What follows belongs to an exercise in optimizing a design on an open flow for small area and a short achievable clock period; a production flow would make more cautious choices. RTL that was checked went through simulation tests only; none was proved equivalent to the original. No driver is modelled on the clock port, so clock power and skew are understated where the tree is cut down; a real chip needs a root buffer or a tree. No activity file was given, so power comes from the tool's default toggle rates.

## adc_correct
module adc_correct (
    input  wire        clk,
    input  wire        rst,           
    input  wire        cfg_we,
    input  wire [4:0]  cfg_addr,      
    input  wire [31:0] cfg_wdata,
    input  wire        swap,          
    output wire        active_half,
    input  wire        in_valid,
    input  wire [15:0] in_code,
    output reg         out_valid,
    output reg  [23:0] out_sample,
    output reg         out_sat
);
Size in the first run: roughly 6,500 cells after synthesis, roughly 1,400 flip-flops, about 85 I/O pins.
==> flow/config.mk <==
export PLATFORM = sky130hd
export DESIGN_NAME = adc_correct
export DESIGN_NICKNAME = adc_correct
export VERILOG_FILES = /design/flow/design.v
export SDC_FILE = /design/flow/constraint.sdc
export NUM_CORES = 4
export LEC_CHECK = 0
export CAP_MARGIN = 20
export CORE_MARGIN = 2
export CORE_UTILIZATION = 40
export SLEW_MARGIN = 20
==> flow/constraint.sdc <==
create_clock -name core_clock -period 22.0 [get_ports {clk}]
set_input_delay 4.4000 -clock core_clock [delete_from_list [all_inputs] [get_ports {clk}]]
set_output_delay 4.4000 -clock core_clock [all_outputs]
set_load 0.01 [all_outputs]
run.sh (not shown) runs the stock make flow with config.mk's settings and CLKGATE_MAP_FILE= SYNTH_SCRIPT=/design/flow/synth_recipe.tcl, a recipe that flattens the netlist after the stock synthesis.
Rerun with:
==> flow/flow/run.sh (new file) <==
#!/bin/bash
set -euo pipefail
cd "$(dirname "$0")/.."
bash standard.sh SETUP_SLACK_MARGIN=16 finish > standard_flow.log 2>&1
==> flow/standard.sh (new file) <==
#!/bin/bash
# synth_recipe.tcl (not shown) runs the flow's synth.tcl, then flattens the netlist and writes it again
# the make line also repeats each setting of config.mk as NAME=value (left out here)
make -C /OpenROAD-flow-scripts/flow DESIGN_CONFIG=/design/flow/config.mk WORK_HOME=/design/flow/orfs CLKGATE_MAP_FILE= SYNTH_SCRIPT=/design/flow/synth_recipe.tcl "${@:-finish}"
removed: flow/run.sh
The new run completed without violations.
Wire length came out higher by 14%.
Synthesized area is unchanged.
Via count came out higher by 6.0%.
First-iteration DRC count came out higher by 18%.
Register-to-register slack is better by 1.3 ns.
Hold slack is worse by 0.0039 ns.
Function was not checked in any run of this note: the RTL went through the layout flow alone.

---

## lagoon
Another version of the RTL of adc_correct (not shown whole).
For scale: roughly 1400 flip-flops, about 70000 sq um of cells after synthesis.
==> flow/config.mk <==
export PLATFORM = sky130hd
export DESIGN_NAME = adc_correct
export DESIGN_NICKNAME = adc_correct
export VERILOG_FILES = /design/flow/design.v
export SDC_FILE = /design/flow/constraint.sdc
export NUM_CORES = 4
export LEC_CHECK = 0
export CAP_MARGIN = 20
export CORE_MARGIN = 2
export CORE_UTILIZATION = 40
export SLEW_MARGIN = 20
==> flow/constraint.sdc <==
create_clock -name core_clock -period 22.0 [get_ports {clk}]
set_input_delay 4.4000 -clock core_clock [delete_from_list [all_inputs] [get_ports {clk}]]
set_output_delay 4.4000 -clock core_clock [all_outputs]
set_load 0.01 [all_outputs]
Stock flow here: none of the scripts above is used.
The inputs of pepper differ from those of lagoon as listed below.
Settings: ABC_CLOCK_PERIOD_IN_PS now 5000, previously not set; SLEW_MARGIN now 60, was 20; CAP_MARGIN now 60, was 20.
## What came out
On combinational cell fraction of total power, the lower figure sits with lagoon, not pepper.
For via count of the first global-routing pass, pepper and lagoon come out practically identical.
pepper vs lagoon: total power up slightly
lagoon reports its type of the worst setup path as flop to primary output while pepper reports primary input to flop.
In the final reports, the cell area of pepper is larger than that of lagoon.
pepper — relative area change from synthesis to final layout 0.61 points higher, lagoon as reference
Comparing pepper and lagoon, the higher critical path depth was measured on pepper.
pepper against lagoon: number of DRC markers after the initial detailed-route iteration decreased by 1.4% relative to the old numbers, total routing resource utilization after global routing closely matched the old numbers, core utilization increased by 0.25 points relative to the old numbers, slack of the critical path increased by 0.27 ns relative to the old numbers.
On wire length of the first global-routing pass, lagoon tracks pepper almost exactly.
No functional check of the RTL was part of any run of this note.

---

lane 2:
Another version of the RTL of adc_correct (not shown whole).
Size: ~5100 cells after synthesis, roughly 1500 flip-flops, ~85 I/O pins, ~0.070 mm2 of cells after synthesis.
## adc_correct
module adc_correct (
    input  wire        clk,
    input  wire        rst,           
    input  wire        cfg_we,
    input  wire [4:0]  cfg_addr,      
    input  wire [31:0] cfg_wdata,
    input  wire        swap,          
    output wire        active_half,
    input  wire        in_valid,
    input  wire [15:0] in_code,
    output reg         out_valid,
    output reg  [23:0] out_sample,
    output reg         out_sat
);
==> flow/config.mk <==
export PLATFORM = sky130hd
export DESIGN_NAME = adc_correct
export DESIGN_NICKNAME = adc_correct
export VERILOG_FILES = /design/flow/design.v
export SDC_FILE = /design/flow/constraint.sdc
export NUM_CORES = 4
export LEC_CHECK = 0
export CAP_MARGIN = 20
export CORE_MARGIN = 2
export CORE_UTILIZATION = 52
export CTS_CLUSTER_DIAMETER = 80
export CTS_CLUSTER_SIZE = 30
export SLEW_MARGIN = 20
==> flow/constraint.sdc <==
create_clock -name core_clock -period 22.0 [get_ports {clk}]
set_input_delay 4.4000 -clock core_clock [delete_from_list [all_inputs] [get_ports {clk}]]
set_output_delay 4.4000 -clock core_clock [all_outputs]
set_load 0.01 [all_outputs]
standard.sh (not shown) runs the stock make flow with config.mk's settings and CLKGATE_MAP_FILE= SYNTH_SCRIPT=/design/flow/synth_recipe.tcl, a recipe that flattens the netlist after the stock synthesis.
==> flow/flow/run.sh <==
#!/bin/bash
# The standard layout (standard.sh, unchanged synthesis) with two changes to
# how the layout is optimised; the constraints and clock are the standard flow's own:
#  - repair_timing keeps 16.4 ns of extra setup slack (sizes for a ~6 ns period)
#  - the port buffers are buf_4 cells instead of the resizer's default pick
set -euo pipefail
cd "$(dirname "$0")/.."
bash standard.sh SETUP_SLACK_MARGIN=16.4 "BUFFER_PORTS_ARGS=-buffer_cell sky130_fd_sc_hd__buf_4" finish > standard_flow.log 2>&1
For lane 4, these inputs were changed with respect to lane 2:
Settings: swapping 52 for 40 in CORE_UTILIZATION.
Between lane 2 and lane 4, the layout cell share with drive strength beyond 1 figures differ only marginally.
Comparing lane 2 against lane 4, there is no change at all in instance count on the critical path.
Worst setup slack sits higher in lane 4 than in lane 2.
In terms of timing-limited maximum frequency, lane 4 and lane 2 differ only marginally.
Comparing lane 2 with lane 4, the routed wire length came out essentially unchanged.
No run of this note included a check of the RTL's function; only the layout flow was run.

---

adc_correct, a different RTL version from the one above (not shown whole).
Size: about 85 I/O pins, ~70,000 um^2 of cells after synthesis.
Settings: LEC_CHECK=0, CAP_MARGIN=20, CORE_MARGIN=2, CORE_UTILIZATION=55, CTS_CLUSTER_DIAMETER=90, CTS_CLUSTER_SIZE=26, PLACE_DENSITY=0.72, SLEW_MARGIN=20; clock period 22.0 ns.
==> flow/flow/run.sh <==
#!/bin/bash
# The standard layout (standard.sh, unchanged synthesis), with changes to
# how the layout is optimised; the constraints and clock are the standard flow's own:
#  - repair_timing keeps 16.6 ns of extra setup slack (sizes for a ~5.4 ns period)
#  - the port buffers are buf_2 cells instead of the resizer's default pick
#  - after CTS, flow/post_cts.tcl replaces TritonCTS's three-level clock tree
#    with a balanced two-level one (4 roots on the clock port, 26-register
#    leaf clusters) and repairs timing again
set -euo pipefail
cd "$(dirname "$0")/.."
bash standard.sh SETUP_SLACK_MARGIN=16.6 \
  "BUFFER_PORTS_ARGS=-buffer_cell sky130_fd_sc_hd__buf_2" \
  "POST_CTS_TCL=$PWD/flow/post_cts.tcl" \
  finish > standard_flow.log 2>&1
Other scripts of this flow, unchanged in this note and not shown: flow/flow/build_tree.tcl, flow/flow/post_cts.tcl
The starting point produced a clean layout.
Edit:
--- a/flow/config.mk
+++ b/flow/config.mk
@@ -12,3 +12,3 @@
 export CTS_CLUSTER_SIZE = 26
-export PLACE_DENSITY = 0.72
+export PLACE_DENSITY = 0.5
 export SLEW_MARGIN = 20
Final area rises by 0.41%; worst setup slack is worse by 8.3 ps; utilization rises by 0.24 points; maximum frequency hardly moves; clock power barely changes; clock skew falls by 4.1 ps; first-iteration DRC count falls by 7.5%; wire length rises by 7.6%.
In every run of this note, the design's own scripts or RTL, not TritonCTS, make the clock network.

---

adc_correct again, from the RTL that the note above started with.
// adc_correct
module adc_correct (
    input  wire        clk,
    input  wire        rst,           
    input  wire        cfg_we,
    input  wire [4:0]  cfg_addr,      
    input  wire [31:0] cfg_wdata,
    input  wire        swap,          
    output wire        active_half,
    input  wire        in_valid,
    input  wire [15:0] in_code,
    output reg         out_valid,
    output reg  [23:0] out_sample,
    output reg         out_sat
);
Settings: LEC_CHECK=0, CAP_MARGIN=20, CORE_MARGIN=2, CORE_UTILIZATION=40, CTS_CLUSTER_DIAMETER=100, CTS_CLUSTER_SIZE=30, SLEW_MARGIN=20; clock period 22.0 ns.
==> flow/flow/run.sh <==
#!/bin/bash
# The standard layout (standard.sh, unchanged synthesis) with two changes to
# how the layout is optimised; the constraints and clock are the standard flow's own:
#  - repair_timing keeps 16.4 ns of extra setup slack (sizes for a ~6 ns period)
#  - the port buffers are buf_4 cells instead of the resizer's default pick
set -euo pipefail
cd "$(dirname "$0")/.."
bash standard.sh SETUP_SLACK_MARGIN=16.4 "BUFFER_PORTS_ARGS=-buffer_cell sky130_fd_sc_hd__buf_4" finish > standard_flow.log 2>&1
The starting point passed the timing, design-rule and antenna checks.
Then changed:
Settings changed: CTS_CLUSTER_DIAMETER 100 to 90, CTS_CLUSTER_SIZE 30 to 26.
What happened: Setup slack gets better by 27 ps; total power went up by 2.1%; routed wire length barely changes; first-iteration DRC count went up by 1.7%; fmax rises by 0.49%; register-to-register slack is about the same; global-route usage is higher by 0.17 points; worst hold slack is about the same; final area is about the same.
Then changed:
Settings changed: CTS_CLUSTER_DIAMETER 90 to 70, CTS_CLUSTER_SIZE 26 to 36.
Design area goes up slightly.
Power climbs by a little under a tenth.
Combinational power stays flat.
Area after synthesis does not change.
Routed wire length grows slightly.
Sequential share of layout area drops by 0.92 points.

---

Starting RTL as in the previous note.
export LEC_CHECK = 0
export CAP_MARGIN = 20
export CORE_MARGIN = 2
export CORE_UTILIZATION = 40
export CTS_CLUSTER_DIAMETER = 90
export CTS_CLUSTER_SIZE = 26
export GPL_ROUTABILITY_DRIVEN = 0
export SLEW_MARGIN = 20
create_clock -name core_clock -period 22.0 [get_ports {clk}]
Scripts as last shown in full above: flow/flow/run.sh
Change:
==> flow/flow/run.sh (replaced) <==
#!/bin/bash
# The standard layout (standard.sh, unchanged synthesis) with changes to
# how the layout is optimised; the constraints and clock are the standard flow's own:
#  - repair_timing keeps 16.4 ns of extra setup slack (sizes for a ~5.6 ns period)
#  - the port buffers are buf_4 cells instead of the resizer's default pick
set -euo pipefail
cd "$(dirname "$0")/.."
bash standard.sh SETUP_SLACK_MARGIN=16.4 \
  "BUFFER_PORTS_ARGS=-buffer_cell sky130_fd_sc_hd__buf_4" \
  "CTS_ARGS=-sink_clustering_enable -repair_clock_nets -sink_clustering_size 26 -sink_clustering_max_diameter 90 -dont_use_dummy_load" \
  finish > standard_flow.log 2>&1
Settings changed: GPL_ROUTABILITY_DRIVEN 0 to unset.
=> Final area is lower by about 0.8%; power is lower by about 3%; wire length barely changes; global-route usage is about the same; clock skew is higher by 0.061 ns; sequential power barely changes; first-iteration DRC count is higher by 0.34%; worst setup slack gains 0.038 ns; hold slack gains 0.0072 ns.
Change:
==> flow/flow/run.sh (replaced) <==
#!/bin/bash
# The standard layout (standard.sh, unchanged synthesis) with two changes to
# how the layout is optimised; the constraints and clock are the standard flow's own:
#  - repair_timing keeps 16.4 ns of extra setup slack (sizes for a ~6 ns period)
#  - the port buffers are buf_4 cells instead of the resizer's default pick
set -euo pipefail
cd "$(dirname "$0")/.."
bash standard.sh SETUP_SLACK_MARGIN=16.4 "BUFFER_PORTS_ARGS=-buffer_cell sky130_fd_sc_hd__buf_4" finish > standard_flow.log 2>&1
Settings changed: CTS_CLUSTER_DIAMETER 90 to 60, CTS_CLUSTER_SIZE 26 to 30.
=> The changed run went through all stages and came out clean. Total power climbs by 12%. Combinational power stays flat. Sequential cell count is unchanged. Die area stays the same. Worst hold slack degrades by 0.0050 ns. Utilization went up by 1.2 points.
Change:
Settings changed: CTS_CLUSTER_DIAMETER 60 to 90, CTS_CLUSTER_SIZE 30 to 26, GPL_TIMING_DRIVEN set to 0.
Effect: Combinational power rises by 13%. Die area does not change. Area after synthesis does not change. Worst setup slack gains 0.026 ns.

---

== the previous run ==
adc_correct, a different RTL version from the one above (not shown whole).
Size: roughly 5,300 cells after synthesis.
clock: 22.0 ns
lec_check: 0
cap_margin: 20
core_margin: 2
core_utilization: 40
slew_margin: 20
==> flow/flow/run.sh <==
#!/bin/bash
# The standard layout (standard.sh, unchanged synthesis) with two changes to
# how the layout is optimised; the constraints and clock are the standard flow's own:
#  - repair_timing keeps 16 ns of extra setup slack (sizes for a ~6 ns period)
#  - the port buffers are buf_4 cells instead of the resizer's default pick
set -euo pipefail
cd "$(dirname "$0")/.."
bash standard.sh SETUP_SLACK_MARGIN=16 "BUFFER_PORTS_ARGS=-buffer_cell sky130_fd_sc_hd__buf_4" finish > standard_flow.log 2>&1
Having completed the whole flow, the previous run delivered a layout that passed the timing, design-rule and antenna checks.
[inputs] the current run vs the previous run
Settings: ABC_CLOCK_PERIOD_IN_PS now 5000, previously not set.
## What came out
- Diff the previous run -> the current run: routed via count stayed essentially flat; layout-stage area growth over the synthesis result level; maximum frequency did not really move; number of multi-input combinational cells closely matched the old numbers.
- Comparing the previous run against the current run, there is no change at all in final critical path time including I/O delays and setup.

---

== amber ==
RTL: one of the versions met above, not the one the previous note started from.
For scale: ~5100 cells after synthesis, roughly 85 I/O pins.
## adc_correct
module adc_correct (
    input  wire        clk,
    input  wire        rst,           
    input  wire        cfg_we,
    input  wire [4:0]  cfg_addr,      
    input  wire [31:0] cfg_wdata,
    input  wire        swap,          
    output wire        active_half,
    input  wire        in_valid,
    input  wire [15:0] in_code,
    output reg         out_valid,
    output reg  [23:0] out_sample,
    output reg         out_sat
);
clock: 22.0 ns
lec_check: 0
cap_margin: 10
core_margin: 2
core_utilization: 40
cts_cluster_diameter: 90
cts_cluster_size: 26
slew_margin: 10
==> flow/flow/run.sh <==
#!/bin/bash
# The standard layout (standard.sh, unchanged synthesis), with changes to
# how the layout is optimised; the constraints and clock are the standard flow's own:
#  - repair_timing keeps 16.6 ns of extra setup slack (sizes for a ~5.4 ns period)
#  - the port buffers are buf_4 cells instead of the resizer's default pick
#  - after CTS, flow/post_cts.tcl replaces TritonCTS's three-level clock tree
#    with a balanced two-level one (4 roots on the clock port, 26-register
#    leaf clusters) and repairs timing again
set -euo pipefail
cd "$(dirname "$0")/.."
bash standard.sh SETUP_SLACK_MARGIN=16.6 \
  "BUFFER_PORTS_ARGS=-buffer_cell sky130_fd_sc_hd__buf_4" \
  "POST_CTS_TCL=$PWD/flow/post_cts.tcl" \
  finish > standard_flow.log 2>&1
==> flow/flow/post_cts.tcl <==
# POST_CTS hook: replace TritonCTS's three-level clock tree with a balanced
# two-level one.  The clock port drives 4 clkbuf_16 roots; each root drives
# the clkbuf_16 leaves of its quarter of the registers; each leaf drives a
# cluster of at most 26 register clock pins (recursive median bisection of
# the pin positions).  Every register sees the same two buffer levels.
# Timing is then repaired as cts.tcl does and the placement legalised.
source [file join [file dirname [info script]] build_tree.tcl]

proc ct_rip {} {
  set block [ord::get_db_block]
  set clk [$block findNet clk]
  set sinks {}
  set dead_insts {}
  set dead_nets {}
  set frontier [list $clk]
  while {[llength $frontier]} {
    set net [lindex $frontier 0]
    set frontier [lrange $frontier 1 end]
    foreach it [$net getITerms] {
      if {![$it isInputSignal]} continue
      set inst [$it getInst]
      set m [[$inst getMaster] getName]
      if {[regexp {__(clkbuf|clkinv|buf|inv|clkdlybuf\w*|dlygate\w*)_\d+$} $m]} {
        lappend dead_insts $inst
        foreach ot [$inst getITerms] {
          if {[$ot isOutputSignal] && [$ot getNet] ne "NULL"} {
            lappend frontier [$ot getNet]
            lappend dead_nets [$ot getNet]
          }
        }
      } else {
        lappend sinks $it
      }
    }
  }
  puts "ct_rip: [llength $dead_insts] clock tree cells removed, [llength $sinks] sinks"
  foreach it $sinks { $it disconnect }
  foreach inst $dead_insts { odb::dbInst_destroy $inst }
  foreach net $dead_nets { odb::dbNet_destroy $net }
  foreach it $sinks { $it connect $clk }
}

ct_rip
ct_build 4 26
set_propagated_clock [all_clocks]
log_cmd detailed_placement
log_cmd estimate_parasitics -placement
report_clock_latency
repair_timing_helper
log_cmd detailed_placement
check_placement -verbose
log_cmd estimate_parasitics -placement
report_clock_latency
Other scripts of this flow, unchanged in this note and not shown: flow/flow/build_tree.tcl
amber | status: complete | timing, DRC, antenna: pass
[inputs] cedar vs amber
- CAP_MARGIN: 10 -> 20
- SLEW_MARGIN: 10 -> 20
- CORE_UTILIZATION: 40 -> 65
==> flow/flow/run.sh <==
#!/bin/bash
# The standard layout (standard.sh, unchanged synthesis), with changes to
# how the layout is optimised; the constraints and clock are the standard flow's own:
#  - repair_timing keeps 16.65 ns of extra setup slack (sizes for a ~5.4 ns period)
#  - the port buffers are buf_2 cells instead of the resizer's default pick
#  - after CTS, flow/post_cts.tcl replaces TritonCTS's three-level clock tree
#    with a balanced two-level one (4 roots on the clock port, 26-register
#    leaf clusters) and repairs timing again
set -euo pipefail
cd "$(dirname "$0")/.."
bash standard.sh SETUP_SLACK_MARGIN=16.65 \
  "BUFFER_PORTS_ARGS=-buffer_cell sky130_fd_sc_hd__buf_2" \
  "POST_CTS_TCL=$PWD/flow/post_cts.tcl" \
  finish > standard_flow.log 2>&1
Notes after the runs:
- Going from amber to cedar, wire length on met2 shrank by a few percent.
- The more densely filled core belongs to cedar, not amber.
- The share of power burned in combinational logic in cedar sits 0.5 points below the value recorded for amber.
> inputs changed (cedar -> juniper)
- swapping 65 for 40 in CORE_UTILIZATION
==> flow/flow/run.sh <==
#!/bin/bash
# The standard layout (standard.sh, unchanged synthesis), with changes to
# how the layout is optimised; the constraints and clock are the standard flow's own:
#  - repair_timing keeps 16.6 ns of extra setup slack (sizes for a ~5.4 ns period)
#  - the port buffers are buf_4 cells instead of the resizer's default pick
#  - after CTS, flow/post_cts.tcl replaces TritonCTS's three-level clock tree
#    with a balanced two-level one (4 roots on the clock port, 20-register
#    leaf clusters) and repairs timing again
set -euo pipefail
cd "$(dirname "$0")/.."
bash standard.sh SETUP_SLACK_MARGIN=16.6 \
  "BUFFER_PORTS_ARGS=-buffer_cell sky130_fd_sc_hd__buf_4" \
  "POST_CTS_TCL=$PWD/flow/post_cts.tcl" \
  finish > standard_flow.log 2>&1
--- a/flow/flow/post_cts.tcl
+++ b/flow/flow/post_cts.tcl
@@ -2,5 +2,5 @@
 # two-level one.  The clock port drives 4 clkbuf_16 roots; each root drives
 # the clkbuf_16 leaves of its quarter of the registers; each leaf drives a
-# cluster of at most 26 register clock pins (recursive median bisection of
+# cluster of at most 20 register clock pins (recursive median bisection of
 # the pin positions).  Every register sees the same two buffer levels.
 # Timing is then repaired as cts.tcl does and the placement legalised.
@@ -42,5 +42,5 @@
 
 ct_rip
-ct_build 4 26
+ct_build 4 20
 set_propagated_clock [all_clocks]
 log_cmd detailed_placement
## What came out
No stage failed in juniper, and the final checks on the layout all came back clean.
On proportion of power drawn by the clock network: juniper sits above cedar.
Design area in juniper is 4.3% higher than in cedar
juniper: combinational fraction of design power 1.6 points below cedar
What raven does differently from juniper at the input level:
- CORE_UTILIZATION now 55, was 40
==> flow/flow/run.sh <==
#!/bin/bash
# The standard layout (standard.sh, unchanged synthesis), with changes to
# how the layout is optimised; the constraints and clock are the standard flow's own:
#  - repair_timing keeps 16.6 ns of extra setup slack (sizes for a ~5.4 ns period)
#  - the port buffers are buf_2 cells instead of the resizer's default pick
#  - after CTS, flow/post_cts.tcl replaces TritonCTS's three-level clock tree
#    with a balanced two-level one (4 roots on the clock port, 26-register
#    leaf clusters) and repairs timing again
set -euo pipefail
cd "$(dirname "$0")/.."
bash standard.sh SETUP_SLACK_MARGIN=16.6 \
  "BUFFER_PORTS_ARGS=-buffer_cell sky130_fd_sc_hd__buf_2" \
  "POST_CTS_TCL=$PWD/flow/post_cts.tcl" \
  finish > standard_flow.log 2>&1
--- a/flow/flow/post_cts.tcl
+++ b/flow/flow/post_cts.tcl
@@ -2,5 +2,5 @@
 # two-level one.  The clock port drives 4 clkbuf_16 roots; each root drives
 # the clkbuf_16 leaves of its quarter of the registers; each leaf drives a
-# cluster of at most 20 register clock pins (recursive median bisection of
+# cluster of at most 26 register clock pins (recursive median bisection of
 # the pin positions).  Every register sees the same two buffer levels.
 # Timing is then repaired as cts.tcl does and the placement legalised.
@@ -42,5 +42,5 @@
 
 ct_rip
-ct_build 4 20
+ct_build 4 26
 set_propagated_clock [all_clocks]
 log_cmd detailed_placement
## What came out
Row routability congestion estimate: raven higher / juniper lower. Of the two candidates, juniper has the worse switching power and raven the better one. Combinational power was higher in the run labelled juniper. The setup slack of raven is larger than that of juniper. Measured against each other, raven and juniper differ in flip-flop and latch share of the layout cell area, the lower figure coming from juniper. Summary of raven over juniper: post-layout total power shrank by about 10%, pin count of the biggest net entering global routing ~0 delta, global-route wire length before repair lost 1.7%, sequential power now sits at about the same level. raven has completed all stages; timing, DRC and antenna checks passed. Between raven and juniper, it is raven whose die area is lower, by about 27%.
No run of this note takes its clock network from TritonCTS; it comes from the design's own scripts or RTL.

port drivers added, routing unchanged:
The results above use ideal ports. As a check the final layouts listed here were re-extracted and re-timed, cells and wires unchanged. Step 1 (the two cells are an assumption about what drives the block):
set clk [get_ports {clk}]
set_driving_cell -lib_cell sky130_fd_sc_hd__clkbuf_16 $clk
set_driving_cell -lib_cell sky130_fd_sc_hd__buf_2 [delete_from_list [all_inputs] $clk]
Step 2 adds t to the input delays and takes it off the output delays; t is the mean of the earliest and latest rising clock arrival at the registers after step 1. Input paths then give back, and output paths get back, about the clock's delay inside the block. Three values: ideal, step 1, step 2; two values: the first two.
| run | shift t [ns] | slack for setup (ns) | hold WS [ns] | worst slew at a driven data input, ns |
|---|---|---|---|---|
| the first run of note 1 | 0.861 | 14.313 / 14.313 / 13.690 | 0.313 / 0.313 / 0.313 | 0.12 |
| the second run of note 1 | 0.857 | 15.641 / 15.641 / 15.036 | 0.309 / 0.309 / 0.309 | 0.07 |
| lagoon | 0.871 | 15.200 / 15.111 / 14.574 | 0.351 / 0.351 / 0.351 | 0.10 |
| pepper | 0.870 | 15.467 / 15.405 / 14.650 | 0.349 / 0.349 / 0.349 | 0.10 |
| lane 2 | 0.776 | 16.420 / 16.340 / 16.479 | 0.329 / 0.329 / 0.329 | 0.09 |
| lane 4 | 0.790 | 16.426 / 16.333 / 16.530 | 0.342 / 0.342 / 0.342 | 0.10 |
| the first run of note 4 | 0.649 | 16.646 / 16.499 / 16.475 | 0.332 / 0.332 / 0.332 | 0.05 |
| the second run of note 4 | 0.665 | 16.637 / 16.478 / 16.481 | 0.334 / 0.334 / 0.334 | 0.06 |
| the first run of note 5 | 0.816 | 16.410 / 16.333 / 16.434 | 0.338 / 0.338 / 0.338 | 0.14 |
| the second run of note 5 | 0.795 | 16.438 / 16.355 / 16.460 | 0.336 / 0.336 / 0.336 | 0.14 |
| the third run of note 5 | 0.825 | 16.417 / 16.335 / 16.436 | 0.328 / 0.328 / 0.328 | 0.13 |
| the first run of note 6 | 0.795 | 16.431 / 16.350 / 16.434 | 0.330 / 0.330 / 0.330 | 0.14 |
| the second run of note 6 | 0.761 | 16.469 / 16.385 / 16.443 | 0.337 / 0.337 / 0.337 | 0.14 |
| the third run of note 6 | 0.826 | 16.368 / 16.287 / 16.441 | 0.332 / 0.332 / 0.332 | 0.15 |
| the fourth run of note 6 | 0.822 | 16.394 / 16.309 / 16.413 | 0.336 / 0.336 / 0.336 | 0.08 |
| the previous run | 0.859 | 16.312 / 16.244 / 16.312 | 0.324 / 0.324 / 0.324 | 0.07 |
| the current run | 0.859 | 16.312 / 16.244 / 16.312 | 0.324 / 0.324 / 0.324 | 0.07 |
| amber | 0.674 | 16.626 / 16.468 / 16.480 | 0.333 / 0.333 / 0.333 | 0.12 |
| cedar | 0.643 | 16.655 / 16.511 / 16.452 | 0.335 / 0.335 / 0.335 | 0.11 |
| juniper | 0.799 | 16.522 / 16.364 / 16.461 | 0.328 / 0.328 / 0.328 | 0.11 |
| raven | 0.651 | 16.646 / 16.493 / 16.439 | 0.335 / 0.335 / 0.335 | 0.07 |
After both steps every run listed still meets setup and hold. For pepper, which loses most, drivers alone change the setup slack by -0.062 ns; drivers and shift together by -0.817 ns.
